Background: an optimization exercise with open tools, aiming at small area, a short achievable clock period and few clock cycles per item. Do not read the settings as production practice.
The RTL was checked by simulation tests, not by an equivalence proof against the original design.
Power is estimated from default activity; no workload was simulated.

==> flow/design.v <==
module fp32_mul (
    input  wire [31:0] a,
    input  wire [31:0] b,
    output reg  [31:0] y,
    output reg         nonfinite
);
    localparam [30:0] SAT_MAG = 31'h49742400;
    wire        sa = a[31];
    wire        sb = b[31];
    wire [7:0]  ea = a[30:23];
    wire [7:0]  eb = b[30:23];
    wire        za = (ea == 8'd0);
    wire        zb = (eb == 8'd0);
    wire        sy = sa ^ sb;
    wire [23:0] ma = {1'b1, a[22:0]};
    wire [23:0] mb = {1'b1, b[22:0]};
    wire [47:0] p  = ma * mb;
    reg  [23:0] m;
    reg         g, st, inc;
    reg  [24:0] mr;
    reg  signed [10:0] e;
    always @* begin
        e = $signed({3'b000, ea}) + $signed({3'b000, eb}) - 11'sd127;
        if (p[47]) begin
            m  = p[47:24];
            g  = p[23];
            st = |p[22:0];
            e  = e + 11'sd1;
        end else begin
            m  = p[46:23];
            g  = p[22];
            st = |p[21:0];
        end
        inc = g & (st | m[0]);
        mr  = {1'b0, m} + {24'd0, inc};
        if (mr[24]) begin
            mr = {1'b0, mr[24:1]};
            e  = e + 11'sd1;
        end
        nonfinite = 1'b0;
        if (za | zb) begin
            y = {sy, 31'd0};
        end else if (e >= 11'sd255) begin
            y = {sy, SAT_MAG};
            nonfinite = 1'b1;
        end else if (e <= 11'sd0) begin
            y = {sy, 31'd0};
        end else begin
            y = {sy, e[7:0], mr[22:0]};
        end
    end
endmodule
module fp32_add (
    input  wire [31:0] a,
    input  wire [31:0] b,
    input  wire        sub,
    output reg  [31:0] y,
    output reg         nonfinite
);
    localparam [30:0] SAT_MAG = 31'h49742400;
    wire [31:0] bb = {b[31] ^ sub, b[30:0]};
    wire        za = (a[30:23] == 8'd0);
    wire        zb = (bb[30:23] == 8'd0);
    wire        swap = (a[30:0] < bb[30:0]);
    wire [31:0] lg = swap ? bb : a;
    wire [31:0] sm = swap ? a : bb;
    wire [7:0]  d  = lg[30:23] - sm[30:23];
    wire        eff_sub = lg[31] ^ sm[31];
    wire [26:0] ml = {1'b1, lg[22:0], 3'b000};
    wire [26:0] ms = {1'b1, sm[22:0], 3'b000};
    wire [53:0] sh = {ms, 27'd0} >> d;
    reg  [26:0] al;
    reg  [27:0] s;
    reg  [26:0] n;
    reg  [4:0]  lz;
    reg         found;
    reg  [23:0] m;
    reg         g, st, inc;
    reg  [24:0] mr;
    reg  signed [10:0] e;
    integer     i;
    always @* begin
        if (d >= 8'd27)
            al = 27'd1;
        else
            al = {sh[53:28], sh[27] | (|sh[26:0])};
        e     = $signed({3'b000, lg[30:23]});
        lz    = 5'd0;
        found = 1'b0;
        if (!eff_sub) begin
            s = {1'b0, ml} + {1'b0, al};
            if (s[27]) begin
                n = {s[27:2], s[1] | s[0]};
                e = e + 11'sd1;
            end else begin
                n = s[26:0];
            end
        end else begin
            s = {1'b0, ml} - {1'b0, al};
            for (i = 26; i >= 0; i = i - 1) begin
                if (!found && s[i]) begin
                    found = 1'b1;
                    lz = 5'd26 - i[4:0];
                end
            end
            n = s[26:0] << lz;
            e = e - $signed({6'd0, lz});
        end
        m   = n[26:3];
        g   = n[2];
        st  = n[1] | n[0];
        inc = g & (st | m[0]);
        mr  = {1'b0, m} + {24'd0, inc};
        if (mr[24]) begin
            mr = {1'b0, mr[24:1]};
            e  = e + 11'sd1;
        end
        nonfinite = 1'b0;
        if (za && zb) begin
            y = {a[31] & bb[31], 31'd0};
        end else if (za) begin
            y = bb;
        end else if (zb) begin
            y = a;
        end else if (eff_sub && s[26:0] == 27'd0) begin
            y = 32'd0;
        end else if (e >= 11'sd255) begin
            y = {lg[31], SAT_MAG};
            nonfinite = 1'b1;
        end else if (e <= 11'sd0) begin
            y = {lg[31], 31'd0};
        end else begin
            y = {lg[31], e[7:0], mr[22:0]};
        end
    end
endmodule
module rail_loop (
    input  wire        clk,
    input  wire        rst,           
    input  wire        cfg_we,
    input  wire [5:0]  cfg_addr,
    input  wire [31:0] cfg_wdata,
    input  wire        start,
    input  wire [31:0] i_k,           
    input  wire [31:0] i_sum,         
    output wire        ready,
    output reg         done,
    output reg  [31:0] c_out,         
    output reg  [15:0] insertion,     
    output reg  [3:0]  flags          
);
    localparam [31:0] SAT     = 32'h49742400;    
    localparam [31:0] DELTA   = 32'h3D4CCCCD;    
    localparam [31:0] K500    = 32'h43FA0000;    
    localparam [31:0] L_RESET = 32'h42700000;    
    localparam [5:0] A_SECTIONS = 6'd40;
    localparam [5:0] A_LIMIT    = 6'd41;
    localparam [5:0] A_SLEW     = 6'd42;
    localparam [5:0] A_SHARE    = 6'd43;
    localparam [5:0] A_ENABLE   = 6'd44;
    localparam [3:0] S_IDLE  = 4'd0,
                     S_REF   = 4'd1,    
                     S_ERR   = 4'd2,    
                     S_SEC   = 4'd3,    
                     S_LIM   = 4'd4,    
                     S_DMUL  = 4'd5,    
                     S_LO    = 4'd6,    
                     S_HI    = 4'd7,    
                     S_SLEW  = 4'd8,    
                     S_INSM  = 4'd9,    
                     S_INSC  = 4'd10;   
    reg  [31:0] coef [0:39];
    reg  [3:0]  sections;
    reg  [31:0] out_limit;
    reg  [31:0] out_slew;
    reg  [31:0] share;
    reg         enable;
    reg  [31:0] s1  [0:7];
    reg  [31:0] s2  [0:7];
    reg  [31:0] s1n [0:7];
    reg  [31:0] s2n [0:7];
    reg  [31:0] c_prev;
    reg  [3:0]  state;
    reg  [3:0]  step;
    reg  [2:0]  sec;
    reg  [31:0] r_ik;
    reg  [31:0] r_is;
    reg  [31:0] x;
    reg  [31:0] inp;
    reg  [31:0] y;
    reg  [31:0] ma;
    reg  [31:0] mb;
    reg  [31:0] u;
    reg  [31:0] c;
    reg  [31:0] d;
    reg  [31:0] lo;
    reg  [31:0] hi;
    reg  [31:0] p;
    reg  [3:0]  fl;
    reg         discard;
    integer j;
    assign ready = (state == S_IDLE);
    wire [31:0] wdata_daz = (cfg_wdata[30:23] == 8'd0) ? {cfg_wdata[31], 31'd0} : cfg_wdata;
    wire [3:0]  wsec      = cfg_wdata[3] ? 4'd8 : cfg_wdata[3:0];
    wire [31:0] ik_daz    = (i_k[30:23] == 8'd0)       ? {i_k[31], 31'd0}       : i_k;
    wire [31:0] is_daz    = (i_sum[30:23] == 8'd0)     ? {i_sum[31], 31'd0}     : i_sum;
    wire [5:0]  cbase = {3'd0, sec} * 6'd5;
    wire [31:0] cb0 = coef[cbase];
    wire [31:0] cb1 = coef[cbase + 6'd1];
    wire [31:0] cb2 = coef[cbase + 6'd2];
    wire [31:0] ca1 = coef[cbase + 6'd3];
    wire [31:0] ca2 = coef[cbase + 6'd4];
    reg  [31:0] mul_a, mul_b;
    reg  [31:0] add_a, add_b;
    reg         add_sub;
    wire [31:0] mul_y, add_y;
    wire        mul_nf, add_nf;
    fp32_mul u_mul (.a(mul_a), .b(mul_b), .y(mul_y), .nonfinite(mul_nf));
    fp32_add u_add (.a(add_a), .b(add_b), .sub(add_sub), .y(add_y), .nonfinite(add_nf));
    always @* begin
        mul_a   = 32'd0;
        mul_b   = 32'd0;
        add_a   = 32'd0;
        add_b   = 32'd0;
        add_sub = 1'b0;
        case (state)
            S_REF:  begin mul_a = share; mul_b = r_is; end
            S_ERR:  begin add_a = r_ik;  add_b = ma; add_sub = 1'b1; end
            S_SEC: begin
                case (step)
                    4'd0: begin mul_a = cb0; mul_b = inp; end
                    4'd1: begin add_a = ma;  add_b = s1[sec]; end
                    4'd2: begin mul_a = cb1; mul_b = inp; end
                    4'd3: begin mul_a = ca1; mul_b = y; end
                    4'd4: begin add_a = ma;  add_b = mb; add_sub = 1'b1; end
                    4'd5: begin add_a = ma;  add_b = s2[sec]; end
                    4'd6: begin mul_a = cb2; mul_b = inp; end
                    4'd7: begin mul_a = ca2; mul_b = y; end
                    default: begin add_a = ma; add_b = mb; add_sub = 1'b1; end
                endcase
            end
            S_DMUL: begin mul_a = out_slew; mul_b = DELTA; end
            S_LO:   begin add_a = c_prev; add_b = d; add_sub = 1'b1; end
            S_HI:   begin add_a = c_prev; add_b = d; end
            S_INSM: begin mul_a = c; mul_b = K500; end
            default: ;
        endcase
    end
    wire        add_over = (add_y[30:0] > SAT[30:0]);
    wire [31:0] add_lim  = add_over ? {add_y[31], SAT[30:0]} : add_y;
    wire signed [32:0] k_u   = u[31]      ? -$signed({2'b00, u[30:0]})      : $signed({2'b00, u[30:0]});
    wire signed [32:0] k_c   = c[31]      ? -$signed({2'b00, c[30:0]})      : $signed({2'b00, c[30:0]});
    wire signed [32:0] k_lo  = lo[31]     ? -$signed({2'b00, lo[30:0]})     : $signed({2'b00, lo[30:0]});
    wire signed [32:0] k_hi  = hi[31]     ? -$signed({2'b00, hi[30:0]})     : $signed({2'b00, hi[30:0]});
    wire signed [32:0] k_x   = x[31]      ? -$signed({2'b00, x[30:0]})      : $signed({2'b00, x[30:0]});
    wire        slew_lo = (out_slew[30:23] != 8'd0) && !out_slew[31] && (k_c < k_lo);
    wire        slew_hi = (out_slew[30:23] != 8'd0) && !out_slew[31] && !(k_c < k_lo) && (k_c > k_hi);
    wire [31:0] c_slew  = slew_lo ? lo : (slew_hi ? hi : c);
    wire signed [32:0] k_cs = c_slew[31] ? -$signed({2'b00, c_slew[30:0]}) : $signed({2'b00, c_slew[30:0]});
    wire        c_ne_u  = (k_cs != k_u);
    wire        x_nz    = (k_x != 33'sd0);
    wire        disc    = c_ne_u && x_nz && ((k_x > 33'sd0) == (k_u > k_cs));
    wire signed [10:0] pe   = $signed({3'b000, p[30:23]}) - 11'sd127;
    wire [24:0]        pm2  = {1'b1, p[22:0], 1'b0};         
    reg  [31:0]        pint;
    reg  [15:0]        ins_v;
    always @* begin
        if (p[30:23] == 8'd0 || pe < -11'sd1)
            pint = 32'd0;
        else if (pe > 11'sd15)
            pint = 32'h0001_0000;
        else
            pint = (({7'd0, pm2} >> (6'd23 - pe[5:0])) + 32'd1) >> 1;
        if (p[31])
            ins_v = (pint > 32'd32768) ? 16'h8000 : (16'd0 - pint[15:0]);
        else
            ins_v = (pint > 32'd32767) ? 16'h7FFF : pint[15:0];
    end
    always @(posedge clk) begin
        if (rst) begin
            state     <= S_IDLE;
            step      <= 4'd0;
            sec       <= 3'd0;
            done      <= 1'b0;
            c_out     <= 32'd0;
            insertion <= 16'd0;
            flags     <= 4'd0;
            sections  <= 4'd0;
            out_limit <= L_RESET;
            out_slew  <= 32'd0;
            share     <= 32'd0;
            enable    <= 1'b0;
            c_prev    <= 32'd0;
            fl        <= 4'd0;
            discard   <= 1'b0;
            r_ik      <= 32'd0;
            r_is      <= 32'd0;
            x         <= 32'd0;
            inp       <= 32'd0;
            y         <= 32'd0;
            ma        <= 32'd0;
            mb        <= 32'd0;
            u         <= 32'd0;
            c         <= 32'd0;
            d         <= 32'd0;
            lo        <= 32'd0;
            hi        <= 32'd0;
            p         <= 32'd0;
            for (j = 0; j < 40; j = j + 1)
                coef[j] <= 32'd0;
            for (j = 0; j < 8; j = j + 1) begin
                s1[j]  <= 32'd0;
                s2[j]  <= 32'd0;
                s1n[j] <= 32'd0;
                s2n[j] <= 32'd0;
            end
        end else begin
            done <= 1'b0;
            case (state)
                S_IDLE: begin
                    if (cfg_we) begin
                        if (cfg_addr < 6'd40)
                            coef[cfg_addr] <= wdata_daz;
                        case (cfg_addr)
                            A_SECTIONS: begin
                                sections <= wsec;
                                for (j = 0; j < 8; j = j + 1)
                                    if (j >= wsec) begin
                                        s1[j] <= 32'd0;
                                        s2[j] <= 32'd0;
                                    end
                            end
                            A_LIMIT: out_limit <= wdata_daz;
                            A_SLEW:  out_slew  <= wdata_daz;
                            A_SHARE: share     <= wdata_daz;
                            A_ENABLE: begin
                                enable <= cfg_wdata[0];
                                if (!cfg_wdata[0]) begin
                                    c_prev <= 32'd0;
                                    for (j = 0; j < 8; j = j + 1) begin
                                        s1[j] <= 32'd0;
                                        s2[j] <= 32'd0;
                                    end
                                end
                            end
                            default: ;
                        endcase
                    end else if (start) begin
                        if (enable) begin
                            r_ik  <= ik_daz;
                            r_is  <= is_daz;
                            fl    <= 4'd0;
                            sec   <= 3'd0;
                            step  <= 4'd0;
                            state <= S_REF;
                        end else begin
                            c_out     <= 32'd0;
                            insertion <= 16'd0;
                            flags     <= 4'd0;
                            done      <= 1'b1;
                        end
                    end
                end
                S_REF: begin
                    ma    <= mul_y;
                    fl[1] <= fl[1] | mul_nf;
                    state <= S_ERR;
                end
                S_ERR: begin
                    x     <= add_y;
                    inp   <= add_y;
                    y     <= 32'd0;
                    fl[1] <= fl[1] | add_nf;
                    state <= (sections == 4'd0) ? S_LIM : S_SEC;
                end
                S_SEC: begin
                    case (step)
                        4'd0, 4'd2, 4'd6: begin
                            ma    <= mul_y;
                            fl[1] <= fl[1] | mul_nf;
                        end
                        4'd3, 4'd7: begin
                            mb    <= mul_y;
                            fl[1] <= fl[1] | mul_nf;
                        end
                        4'd1: begin
                            y     <= add_lim;
                            fl[1] <= fl[1] | add_nf;
                            fl[0] <= fl[0] | add_over;
                        end
                        4'd4: begin
                            ma    <= add_y;
                            fl[1] <= fl[1] | add_nf;
                        end
                        4'd5: begin
                            s1n[sec] <= add_lim;
                            fl[1]    <= fl[1] | add_nf;
                            fl[0]    <= fl[0] | add_over;
                        end
                        default: begin
                            s2n[sec] <= add_lim;
                            fl[1]    <= fl[1] | add_nf;
                            fl[0]    <= fl[0] | add_over;
                        end
                    endcase
                    if (step == 4'd8) begin
                        step <= 4'd0;
                        inp  <= y;
                        sec  <= sec + 3'd1;
                        if ({1'b0, sec} + 4'd1 >= sections)
                            state <= S_LIM;
                    end else begin
                        step <= step + 4'd1;
                    end
                end
                S_LIM: begin
                    if (y[30:0] == 31'd0) begin
                        u <= 32'd0;
                        c <= 32'd0;
                    end else begin
                        u <= y;
                        if (!y[31] && y[30:0] > out_limit[30:0]) begin
                            c     <= {1'b0, out_limit[30:0]};
                            fl[2] <= 1'b1;
                        end else if (y[31] && y[30:0] > out_limit[30:0]) begin
                            c     <= {1'b1, out_limit[30:0]};
                            fl[2] <= 1'b1;
                        end else begin
                            c <= y;
                        end
                    end
                    state <= S_DMUL;
                end
                S_DMUL: begin
                    d     <= mul_y;
                    fl[1] <= fl[1] | mul_nf;
                    state <= S_LO;
                end
                S_LO: begin
                    lo    <= add_y;
                    fl[1] <= fl[1] | add_nf;
                    state <= S_HI;
                end
                S_HI: begin
                    hi    <= add_y;
                    fl[1] <= fl[1] | add_nf;
                    state <= S_SLEW;
                end
                S_SLEW: begin
                    c       <= c_slew;
                    fl[3]   <= slew_lo | slew_hi;
                    discard <= disc;
                    state   <= S_INSM;
                end
                S_INSM: begin
                    p     <= mul_y;
                    fl[1] <= fl[1] | mul_nf;
                    state <= S_INSC;
                end
                S_INSC: begin
                    if (!discard) begin
                        for (j = 0; j < 8; j = j + 1)
                            if (j < sections) begin
                                s1[j] <= s1n[j];
                                s2[j] <= s2n[j];
                            end
                    end
                    c_prev    <= c;
                    c_out     <= c;
                    insertion <= ins_v;
                    flags     <= fl;
                    done      <= 1'b1;
                    state     <= S_IDLE;
                end
                default: state <= S_IDLE;
            endcase
        end
    end
endmodule
==> flow/run.sh <==
#!/bin/bash
# synth_recipe.tcl (not shown) runs the flow's synth.tcl, then flattens the netlist and writes it again
# the make line also repeats each setting of config.mk as NAME=value (left out here)
make -C /OpenROAD-flow-scripts/flow DESIGN_CONFIG=/design/flow/config.mk WORK_HOME=/design/flow/orfs CLKGATE_MAP_FILE= SYNTH_SCRIPT=/design/flow/synth_recipe.tcl finish
==> flow/config.mk <==
export PLATFORM = sky130hd
export DESIGN_NAME = rail_loop
export DESIGN_NICKNAME = rail_loop
export VERILOG_FILES = /design/flow/design.v
export SDC_FILE = /design/flow/constraint.sdc
export NUM_CORES = 8
export LEC_CHECK = 0
export CAP_MARGIN = 20
export CORE_MARGIN = 2
export CORE_UTILIZATION = 40
export SLEW_MARGIN = 20
==> flow/constraint.sdc <==
create_clock -name core_clock -period 17.0 [get_ports {clk}]
set_input_delay 3.4000 -clock core_clock [delete_from_list [all_inputs] [get_ports {clk}]]
set_output_delay 3.4000 -clock core_clock [all_outputs]
set_load 0.01 [all_outputs]
==> run summary <==
[cell usage in the layout, fill, tap and decap left out, types with 112 or more instances in the layout]
cell / n
o211ai_1: 144
nor3_1: 161
a222oi_1: 117
mux4_2: 2750
and3_1: 417
mux2i_1: 255
o21ai_0: 331
mux2_2: 168
a21oi_1: 1301
conb_1: 768
buf_4: 1442
nand3_1: 722
a31oi_1: 115
clkbuf_16: 426
clkdlybuf4s50_1: 149
dfxtp_1: 1124
nor2b_1: 115
ha_1: 427
xor2_1: 112
edfxtp_1: 2560
nor2_1: 1975
inv_1: 837
a211oi_1: 625
buf_12: 131
fa_1: 485
xnor2_1: 205
nand2_1: 2077
[worst register-to-register path, delay by kind of cell (launching register included)]
family | cells | cell delay [ns]
and+or+nand+nor | 17 | 4.73
AOI/OAI and AO/OA | 26 | 5.93
muxes | 1 | 0.52
buffers and inverters | 15 | 2.76
DFF | 1 | 0.49
adders and majority gates | 5 | 1.56
xor gates and xnor gates | 1 | 0.16
[cells in the mapped netlist (all sizes together), types with 23 or more instances]
cell type  count
xor2         123
a222oi       117
o22ai         39
ha           439
nand3        732
mux2i        256
and3         419
or4           45
o2111ai       23
o211ai       146
nand2b        77
nand4         84
a22oi         61
o31a          25
o21a          41
nor2b        118
nor3         196
nand2       2203
or2           34
mux4        2750
o31ai         98
nor4          92
edfxtp      2560
and2          87
buf          503
a31oi        134
a211oi       642
a21o          96
inv          845
a221oi        87
a2111oi       33
a21oi       1309
o21ai        379
nor2        2004
fa           485
clkbuf      1507
o21bai        36
xnor2        211
mux2         173
nor3b         48
dfxtp       1129
a22o          78
or3           74
[cells by family after synthesis]
group	count (synthesis)
and+or+nand+nor	6281
xor gates and xnor gates	334
adders and majority gates	924
muxes	3179
DFF	3689
other	1
buffers and inverters	2860
AOI/OAI and AO/OA	3612
[path summary, 6_finish.rpt]
| path | from | end | cells after the start |
|---|---|---|---|
| setup / recovery | step[0] | s1n[4][5] | 65 |
| setup reg to reg | step[0] | s1n[4][5] | 65 |
| hold reg to reg | s1n[2][31] | s1[2][31] | 2 |
| hold / removal | s1n[2][31] | s1[2][31] | 2 |
[layer usage]
metal	vias to the layer above	wire [um]	part of all wire [%]
li1	81400	-	-
met1	101000	345000	35
met2	14600	435000	44
met3	3049	129000	13
met4	23	72900	7.4
met5	-	275	0.028
[where the power goes]
part	switching [W]	total, W	internal (W)
sequential	0.000259	0.0102	0.00993
clock	0.00402	0.00939	0.00537
combinational	0.000690	0.00120	0.000508
[per-stage QoR]
stage,util [%],hold slack [ns],cells
floorplan,-,0.427,21600
global placement,43.8,0.434,29500
detailed placement,43.8,0.440,29500
CTS,46.1,0.420,30300
global route,46.2,0.449,30300
finish,46.2,0.413,30300
[cell type report]
| class | instances | area, sq um | area share [%] |
|---|---|---|---|
| tap | 8120 | 10200 | 3.57 |
| clock buffer | 523 | 11200 | 3.92 |
| multi-input combinational | 15100 | 142000 | 49.8 |
| clock inverter | 248 | 2900 | 1.02 |
| sequential | 3689 | 99500 | 35.0 |
| inverter | 850 | 3200 | 1.12 |
| antenna | 24 | 60.1 | 0.0211 |
| timing repair buffer | 1775 | 15800 | 5.57 |
[flip-flops by register name, summed over array words and instances (netlist names), 256 cells and up]
register,flops
s1n,256
s2,256
s1,256
s2n,256
coef,2048
[repair_timing]
| action | 4_1_cts | 5_1_grt |
|---|---|---|
| resized for setup | 0 | 65 |
| hold endpoints to repair | 0 | 0 |
| setup buffers | 0 | 9 |
| setup endpoints to repair | 0 | 619 |
==> results by group <==
Run status
  • Status: finished clean

Layout
  • Share of cells above drive strength 1: 25.4%
  • Layout Area Growth over Synthesis: 15.1%
  • Post-layout nets: 22.9k
  • Post-route cell area: 0.284 sq mm
  • Layout filler cell count: 55.2k

Critical path
  • WS Path Type: flop to flop
  • Slowest Stage Delay on Critical Path: 0.63 ns
  • Highest-delay cell along the critical path: or4_1
  • CP Capture Type: flop
  • Gate family responsible for the most delay along the worst path: compound AO/OA/AOI/OAI gates
  • Critical Path Source Type: flop
  • Flop2flop setup slack: 0.54 ns
  • WP buf/inv: 15
  • Arrival time worst endpoint: 17.16 ns
  • Top cell by count, worst path: buf_4
  • Required arrival time at the worst endpoint: 17.70 ns
  • Critical-path maximum fanout: 29

Synth
  • Synthesized cell area: 0.247 sq mm
  • Number of warnings printed during yosys synthesis: 5
  • Synth async-reset ratio: 0%
  • Multiplexer fraction of the synthesized cell area: 26.9%
  • Avg Synthesized Cell Area: 11.8 sq um
  • Post-Syn Instances: 20.9k
  • Most area-hungry cell type in the Yosys netlist: edfxtp_1
  • Dominant combinational cell family by area after synthesis: multiplexers
  • Number of register bits inferred by synthesis: 3689
  • Number of enable flip-flop cells after synthesis: 2560
  • Xor-xnor portion of the synthesized cell area: 1.19%
  • Top FF cell, synth: edfxtp_1
  • Sequential cell area fraction in the yosys report: 40.3%
  • Cell variety after synth: 124
  • Simple-gate share of the synthesized area: 11.4%
  • Adder-cell area share of the yosys netlist: 6.15%
  • Synth top area cells: edfxtp_1 (31%), mux4_2 (25%), dfxtp_1 (9.1%)
  • Compound-gate portion of the synthesized area: 9.67%
  • Top-area cell type share of the netlist area: 31.1%

Routing
  • Via count: 200k
  • Routed vias/inst: 6.59
  • Residual antenna-violating net count after detailed routing: 0
  • Residual DRC count: 0
  • Initial detailed-routing violation count: 28.3k
  • Router iterations before antenna repair: 12
  • Per-cell routed wire length: 32.4 um
  • Total detailed-routing wirelength: 982 mm

Placed design
  • Setup Slack @ Placement: 0.199 ns
  • Number of input and output port buffers inserted: 159
  • Post-placement cell area: 0.270 sq mm
  • Last weighted congestion value of the routability-driven placer: 1.03
  • HPWL reported at the end of detailed placement: 643 mm

GRT
  • Layer with the highest usage: met2
  • Number of global-route vias before repair: 191k
  • Wire length of the first global-routing pass: 1390 mm
  • Grt met2 use: 46.5%
  • Largest net degree at the start of global routing: 203
  • Global-route usage over all layers: 30.4%
  • Antenna violations before repair: 48
  • Global-route met3 utilization: 9.00%
  • Met1 usage: 38.5%
  • Total grt overflow: 0

Floorplanning
  • Number of placement rows: 288
  • DIE HEIGHT: 790 um
  • Starting Density: 40.2%
  • Die Area: 0.624 sq mm
  • Number of top-level design ports: 160
  • Die X: 790 um
  • Total core area: 0.615 sq mm

CTS
  • Buffer levels on the longest clock path: 4
  • TritonCTS buffer count: 411
  • CTS Root Cell: clkbuf_16
  • Worst-Skew Late Latency: 1.10 ns
  • Clock sinks: 3689
  • Reg clk slew, reported paths: 0.06 ns
  • CTS tree: yes
  • H-tree lvl count: 5
  • Number of hold buffers added after cts: 0

Timing
  • Tmin final: 16.46 ns
  • Setup WS post-layout: 0.542 ns
  • Total negative slack: 0 ns
  • Highest Clock Rate: 60.8 MHz
  • Rel. slew slack: 17.5%
  • Clk_skew: 0.143 ns
  • Setup violators final: 0
  • Final count of hold timing violations: 0
  • Ratio of final minimum period to clock period: 96.8%
  • Count of final max-slew check failures: 0
  • Slew of the pin with the lowest slew margin: 1.24 ns

Flow run
  • Total of max-cap violations: 0

Pwr
  • Tot Pwr: 0.0208 W
  • Leakage component of the power: 100 nW
  • Power per standard cell area: 73.0 mW/mm^2
  • Maximum vdd drop: 0.0984 mV

Hold path
  • Min-Delay Path Class: flop to flop
Testbench counts, summed over its fixed seeds: cycles 142,945, ticks 2,880.

[what the ideal ports hide]
No port has a modelled driver above. Below, the same layout with a new extraction and two added sets of constraints. Step 1 (the two cells are an assumption about what drives the block):
set clk [get_ports {clk}]
set_driving_cell -lib_cell sky130_fd_sc_hd__clkbuf_16 $clk
set_driving_cell -lib_cell sky130_fd_sc_hd__buf_2 [delete_from_list [all_inputs] $clk]
Step 2 moves the port delays by t, midway between the first and last clock arrival at a register: inputs arrive t later, outputs are due t later. That takes back most of the time a late clock gives input paths. a / b / c = ideal ports / drivers / drivers and shift; a / b = the first two.
t, ns: 1.180
setup slack, ns: 0.542 / 0.542 / 0.542
worst setup path after step 2: register to register
After both steps this run still meets setup and hold. For this run, drivers alone change the setup slack by 0.000 ns; drivers and shift together by 0.000 ns.
